This design comes from an exercise in tuning for small area, a short achievable clock period and few clock cycles on the open sky130 flow, not from production work.
Where RTL was checked, it was by simulation tests only, not by an equivalence proof against the original.

P:
Design prb_decomp, start of the top module:
module prb_decomp (
    input  wire        clk,
    input  wire        rst,           
    input  wire [3:0]  cfg_meth,      
    input  wire [3:0]  cfg_width,     
    input  wire [15:0] cfg_mc_scale,  
    input  wire        cfg_mc_csf,    
    input  wire        in_valid,
    output wire        in_ready,
    input  wire [7:0]  in_data,
    output reg         out_valid,
    input  wire        out_ready,
    output reg  [15:0] out_i,
    output reg  [15:0] out_q,
    output reg  [1:0]  out_sat,       
    output reg         out_bad,       
    output reg         out_last       
);
export LEC_CHECK = 0
export ABC_AREA = 1
export CAP_MARGIN = 20
export CELL_PAD_IN_SITES_DETAIL_PLACEMENT = 1
export CELL_PAD_IN_SITES_GLOBAL_PLACEMENT = 2
export CORE_MARGIN = 2
export CORE_UTILIZATION = 30
export PLACE_DENSITY = 0.45
export SLEW_MARGIN = 20
export SETUP_SLACK_MARGIN = 23
create_clock -name core_clock -period 30.0 [get_ports {clk}]
standard.sh (not shown) runs the stock make flow with config.mk's settings and CLKGATE_MAP_FILE= SYNTH_SCRIPT=/design/flow/synth_recipe.tcl, a recipe that flattens the netlist after the stock synthesis.
==> flow/flow/run.sh <==
#!/bin/bash
set -euo pipefail
margin=$(cat flow/margin.txt)
printf 'export SETUP_SLACK_MARGIN = %s\n' "$margin" >> config.mk
bash standard.sh > standard_make.log 2>&1
==> flow/flow/margin.txt <==
23
Testbench counts of P, summed over its fixed seeds: cycles 102,509.
#### Input delta (Q over P)
--- a/flow/design.v
+++ b/flow/design.v
@@ -29,17 +29,13 @@
             v3[j] = (j < 20 ? ml[j] : 1'b0) ^ (u[15] & o);
             o = o | (j < 20 ? ml[j] : 1'b0);
         end
     end
     wire [20:0] v   = m3 ? v3 : {{5{u[15]}}, u};
     wire [50:0] g   = {{15{v[20]}}, v, 15'd0};
-    wire [30:0] g16 = t[4] ? g[46:16]   : g[30:0];
-    wire [22:0] g8  = t[3] ? g16[30:8]  : g16[22:0];
-    wire [18:0] g4  = t[2] ? g8[22:4]   : g8[18:0];
-    wire [16:0] g2  = t[1] ? g4[18:2]   : g4[16:0];
-    wire [15:0] gs  = t[0] ? g2[16:1]   : g2[15:0];
+    wire [50:0] gs  = g >> t;
     wire [20:0] dif = v ^ {21{v[20]}};
     wire [31:0] tge = 32'hffffffff << t;                  
     wire        fit_s = ~|(dif & tge[20:0]);
     wire [17:0] yr;
     wire        tie;
     prb_mul mu (.x(x), .y(y), .yr(yr), .tie(tie));
@@ -152,17 +148,13 @@
     wire [4:0] wx    = xnew ? fi_w5 : fd_w5;
     wire       have  = (n >= {1'b0, wx});
     wire       u_ok  = ~u_v | ~out_valid | out_ready;
     wire       ext   = have & (xnew ? (~u_v | ~out_valid) : u_ok);
     wire [46:0] ewin = {acc, 15'd0};
     wire [5:0]  nm1  = n - 6'd1;
-    wire [30:0] es16 = nm1[4] ? ewin[46:16] : ewin[30:0];
-    wire [22:0] es8  = nm1[3] ? es16[30:8]  : es16[22:0];
-    wire [18:0] es4  = nm1[2] ? es8[22:4]   : es8[18:0];
-    wire [16:0] es2  = nm1[1] ? es4[18:2]   : es4[16:0];
-    wire [15:0] esh  = nm1[0] ? es2[16:1]   : es2[15:0];
+    wire [46:0] esh  = ewin >> nm1[4:0];
     wire [15:0] umask = ~(16'hffff >> wx);
     wire        csfx = xnew ? (fi_m4 & fi_ok & fi_csf) : fd_c4;
     wire        badx = xnew ? ~fi_ok : fd_bad;
     wire [15:0] cbit = {1'b0, umask[15:1]} & ~umask & {16{csfx}};
     wire [15:0] u_nx = (esh[15:0] & umask & {16{~badx}}) | cbit;
     wire        m4x  = xnew ? (fi_m4 & fi_ok) : fd_m4;
==> results.txt <==
Number of inverters outside the clock class in the layout was lower in the run labelled P. Comparing Q and P, the higher non-filler instance count after layout is on Q. Compared with P, cell area after layout in Q increased by a few percent.
No functional check of the RTL was part of Q.

========
== before ==
Another version of the RTL of prb_decomp (not shown whole).
Size: roughly 2000 cells after synthesis, roughly 150 flip-flops, roughly 15000 sq um of cells after synthesis.
## prb_decomp
module prb_decomp (
    input  wire        clk,
    input  wire        rst,           
    input  wire [3:0]  cfg_meth,      
    input  wire [3:0]  cfg_width,     
    input  wire [15:0] cfg_mc_scale,  
    input  wire        cfg_mc_csf,    
    input  wire        in_valid,
    output wire        in_ready,
    input  wire [7:0]  in_data,
    output reg         out_valid,
    input  wire        out_ready,
    output reg  [15:0] out_i,
    output reg  [15:0] out_q,
    output reg  [1:0]  out_sat,       
    output reg         out_bad,       
    output reg         out_last       
);
==> module prb_decomp, before the edit <==
module prb_decomp (
    input  wire        clk,
    input  wire        rst,           
    input  wire [3:0]  cfg_meth,      
    input  wire [3:0]  cfg_width,     
    input  wire [15:0] cfg_mc_scale,  
    input  wire        cfg_mc_csf,    
    input  wire        in_valid,
    output wire        in_ready,
    input  wire [7:0]  in_data,
    output reg         out_valid,
    input  wire        out_ready,
    output reg  [15:0] out_i,
    output reg  [15:0] out_q,
    output reg  [1:0]  out_sat,       
    output reg         out_bad,       
    output reg         out_last       
);
    reg        rdy_q;
    reg [31:0] acc;                   
    reg [5:0]  n;                     
    reg [5:0]  bcnt;                  
    reg        pend;                  
    reg [3:0]  fi_meth;
    reg [3:0]  fi_w;                  
    reg [15:0] fi_k;                  
    reg        fi_csf;
    assign in_ready = rdy_q;
    wire take    = in_valid & rdy_q;
    wire first   = (bcnt == 6'd0);
    wire cfg_par = (cfg_meth[3:2] == 2'b00) && (cfg_meth[1:0] != 2'b00);
    wire take_d  = take & ~(first & cfg_par);           
    wire [4:0] fi_w5  = {fi_w == 4'd0, fi_w};
    wire       fi_par = (fi_meth[3:2] == 2'b00) && (fi_meth[1:0] != 2'b00);
    wire [5:0] fi_bl  = {fi_w5, 1'b0} + {1'b0, fi_w5} - {5'd0, ~fi_par};  
    wire       blast  = (bcnt == fi_bl);
    reg [4:0]  xcnt;                  
    reg [16:0] rx;                    
    reg [8:0]  ry;                    
    reg        u_v;
    wire       u_q    = ~xcnt[0];
    wire       u_last = (xcnt == 5'd0);
    reg [3:0]  fd_w;
    reg        fd_c4;                 
    reg        fd_bad, fd_m3, fd_mul, fd_m4;
    reg [4:0]  fd_t;                  
    wire       fi_m0  = (fi_meth == 4'd0);
    wire       fi_m3  = (fi_meth == 4'd3);
    wire       fi_m4  = (fi_meth == 4'd4);
    wire       fi_ok  = (fi_meth <= 4'd2) | (fi_m3 & (fi_w5 >= 5'd4)) | (fi_m4 & (fi_w5 <= 5'd8));
    wire [4:0] fi_t   = (fi_m0 | ~fi_ok) ? 5'd15 : (5'd31 - {1'b0, fi_k[3:0]} - fi_w5);
    wire [4:0] fd_w5 = {fd_w == 4'd0, fd_w};
    wire       xnew  = (xcnt == 5'd0);
    wire [4:0] wx    = xnew ? fi_w5 : fd_w5;
    wire       have  = (n >= {1'b0, wx});
    wire       u_ok  = ~u_v | ~out_valid | out_ready;
    wire       ext   = have & (xnew ? (~u_v | ~out_valid) : u_ok);
    wire [46:0] ewin = {acc, 15'd0};
    wire [5:0]  nm1  = n - 6'd1;
    wire [30:0] es16 = nm1[4] ? ewin[46:16] : ewin[30:0];
    wire [22:0] es8  = nm1[3] ? es16[30:8]  : es16[22:0];
    wire [18:0] es4  = nm1[2] ? es8[22:4]   : es8[18:0];
    wire [16:0] es2  = nm1[1] ? es4[18:2]   : es4[16:0];
    wire [15:0] esh  = nm1[0] ? es2[16:1]   : es2[15:0];
    wire [15:0] umask = ~(16'hffff >> wx);
    wire        csfx = xnew ? (fi_m4 & fi_ok & fi_csf) : fd_c4;
    wire        badx = xnew ? ~fi_ok : fd_bad;
    wire [15:0] cbit = {1'b0, umask[15:1]} & ~umask & {16{csfx}};
    wire [15:0] u_nx = (esh[15:0] & umask & {16{~badx}}) | cbit;
    wire        m4x  = xnew ? (fi_m4 & fi_ok) : fd_m4;
    wire        ld_rx = xnew | ~m4x;
    wire        ld_ry = xnew | m4x;
    wire [16:0] rx_nx = m4x ? {1'b0, fi_k} : {u_nx, 1'b0};
    wire [8:0]  ry_nx = m4x ? u_nx[15:7] : {1'b0, fi_k[7:0]};
    wire [5:0] n_x  = n - {1'b0, wx};
    wire [5:0] n_00 = n;
    wire [5:0] n_01 = n + 6'd8;
    wire [5:0] n_10 = n_x;
    wire [5:0] n_11 = n_x + 6'd8;
    wire [5:0] n_nx = ext ? (take_d ? n_11 : n_10) : (take_d ? n_01 : n_00);
    wire [5:0] bcnt_nx = take ? (first ? 6'd1 : (blast ? 6'd0 : bcnt + 6'd1)) : bcnt;
    wire       pend_nx = (pend & ~(ext & xnew)) | (take & first);
    wire       rdy_nx  = (n_nx <= 6'd24) & ~((bcnt_nx == 6'd0) & pend_nx);
    wire [15:0] y;
    wire        ys;
    prb_comp_dec dec (
        .m3(fd_m3), .mul(fd_mul), .t(fd_t),
        .x(rx), .y(ry), .q(y), .sat(ys)
    );
    wire out_free = ~out_valid | out_ready;
    wire wr_i = u_v & ~u_q & out_free;
    wire wr_q = u_v &  u_q & out_free;
    always @(posedge clk) begin
        if (rst) begin
            rdy_q     <= 1'b1;
            n         <= 6'd0;
            bcnt      <= 6'd0;
            pend      <= 1'b0;
            xcnt      <= 5'd0;
            u_v       <= 1'b0;
            out_valid <= 1'b0;
        end else begin
            rdy_q <= rdy_nx;
            n     <= n_nx;
            bcnt  <= bcnt_nx;
            pend  <= pend_nx;
            if (ext)
                xcnt <= (xcnt == 5'd23) ? 5'd0 : xcnt + 5'd1;
            if (ext)
                u_v <= 1'b1;
            else if (out_free)
                u_v <= 1'b0;
            if (wr_q)
                out_valid <= 1'b1;
            else if (out_ready)
                out_valid <= 1'b0;
        end
    end
    always @(posedge clk) begin
        if (take_d)
            acc <= {acc[23:0], in_data};
        if (take & first) begin
            fi_meth <= cfg_meth;
            fi_w    <= cfg_width;
            fi_k    <= (cfg_meth == 4'd4) ? cfg_mc_scale : {8'd0, in_data};
            fi_csf  <= cfg_mc_csf;
        end
        if (ext) begin
            if (ld_rx)
                rx <= rx_nx;
            if (ld_ry)
                ry <= ry_nx;
        end
        if (ext & xnew) begin
            fd_w    <= fi_w;
            fd_c4   <= fi_m4 & fi_ok & fi_csf;
            fd_bad  <= ~fi_ok;
            fd_m3   <= fi_m3 & fi_ok;
            fd_mul  <= ((fi_meth == 4'd2) | fi_m4) & fi_ok;
            fd_m4   <= fi_m4 & fi_ok;
            fd_t    <= fi_t;
        end
        if (wr_i) begin
            out_i      <= y;
            out_sat[1] <= ys;
        end
        if (wr_q) begin
            out_q      <= y;
            out_sat[0] <= ys;
            out_bad    <= fd_bad;
            out_last   <= u_last;
        end
    end
endmodule
export LEC_CHECK = 0
export ABC_AREA = 1
export CAP_MARGIN = 20
export CELL_PAD_IN_SITES_DETAIL_PLACEMENT = 0
export CELL_PAD_IN_SITES_GLOBAL_PLACEMENT = 0
export CORE_MARGIN = 2
export CORE_UTILIZATION = 48
export CTS_BUF_LIST = sky130_fd_sc_hd__clkbuf_4 sky130_fd_sc_hd__clkbuf_8
export CTS_CLUSTER_SIZE = 20
export PLACE_DENSITY = 0.6
export SLEW_MARGIN = 20
export SETUP_SLACK_MARGIN = 23
export BUFFER_PORTS_ARGS = -buffer_cell sky130_fd_sc_hd__buf_2
create_clock -name core_clock -period 30.0 [get_ports {clk}]
==> flow/flow/run.sh <==
#!/bin/bash
set -euo pipefail
cat flow/extra.mk >> config.mk
bash standard.sh > standard_make.log 2>&1
==> flow/flow/extra.mk <==
export SETUP_SLACK_MARGIN = 23
export BUFFER_PORTS_ARGS = -buffer_cell sky130_fd_sc_hd__buf_2
Testbench counts of before, summed over its fixed seeds: cycles 102,509.
[inputs] after vs before
--- a/flow/design.v
+++ b/flow/design.v
@@ -283,7 +283,5 @@
     reg [16:0] rx;                    
     reg [8:0]  ry;                    
-    reg        u_v;
-    wire       u_q    = ~xcnt[0];
-    wire       u_last = (xcnt == 5'd0);
+    reg        u_v, u_q, u_last;
     reg [3:0]  fd_w;
     reg        fd_c4;                 
@@ -376,4 +374,6 @@
             if (ld_ry)
                 ry <= ry_nx;
+            u_q    <= xcnt[0];
+            u_last <= (xcnt == 5'd23);
         end
         if (ext & xnew) begin
--- outcome ---
Routed wire length (after vs. before) decreases slightly. | number of sequential cells in the layout | higher: after |. after vs before — final cell count dropped 11. Delta(utilization, after - before) > 0. Re routed metal-1 wire length: before was lower than after. Relative to before, the total of cells resized after clock tree synthesis of after is lower by 9.
Testbench counts of after, summed over its fixed seeds: cycles 102,509.

## port drivers added, routing unchanged
No port has a modelled driver above. Below, the same layouts with a new extraction and two added sets of constraints. Step 1, drivers: a clkbuf_16 drives clk and a buf_2 each remaining input, both assumed. Step 2 also shifts input and output timing later by t, the mid clock arrival at the registers, as if the neighbouring blocks saw the same clock. a / b / c = ideal ports / drivers / drivers and shift; a / b = the first two.
run | t (ns) | setup slack, ns | worst hold slack (ns) | worst setup path after step 2
P | 0.528 | 22.919 / 22.862 / 22.501 | 0.449 / 0.449 / 0.449 | input to register
Q | 0.493 | 22.982 / 22.932 / 22.510 | 0.434 / 0.434 / 0.434 | input to register
before | 0.514 | 22.929 / 22.882 / 22.521 | 0.456 / 0.456 / 0.456 | input to register
after | 0.508 | 22.956 / 22.949 / 22.449 | 0.447 / 0.447 / 0.447 | input to register
After both steps setup and hold are still met in every run listed. The setup slack of after, which loses most, moves by -0.007 ns with the drivers and by -0.507 ns with both steps.
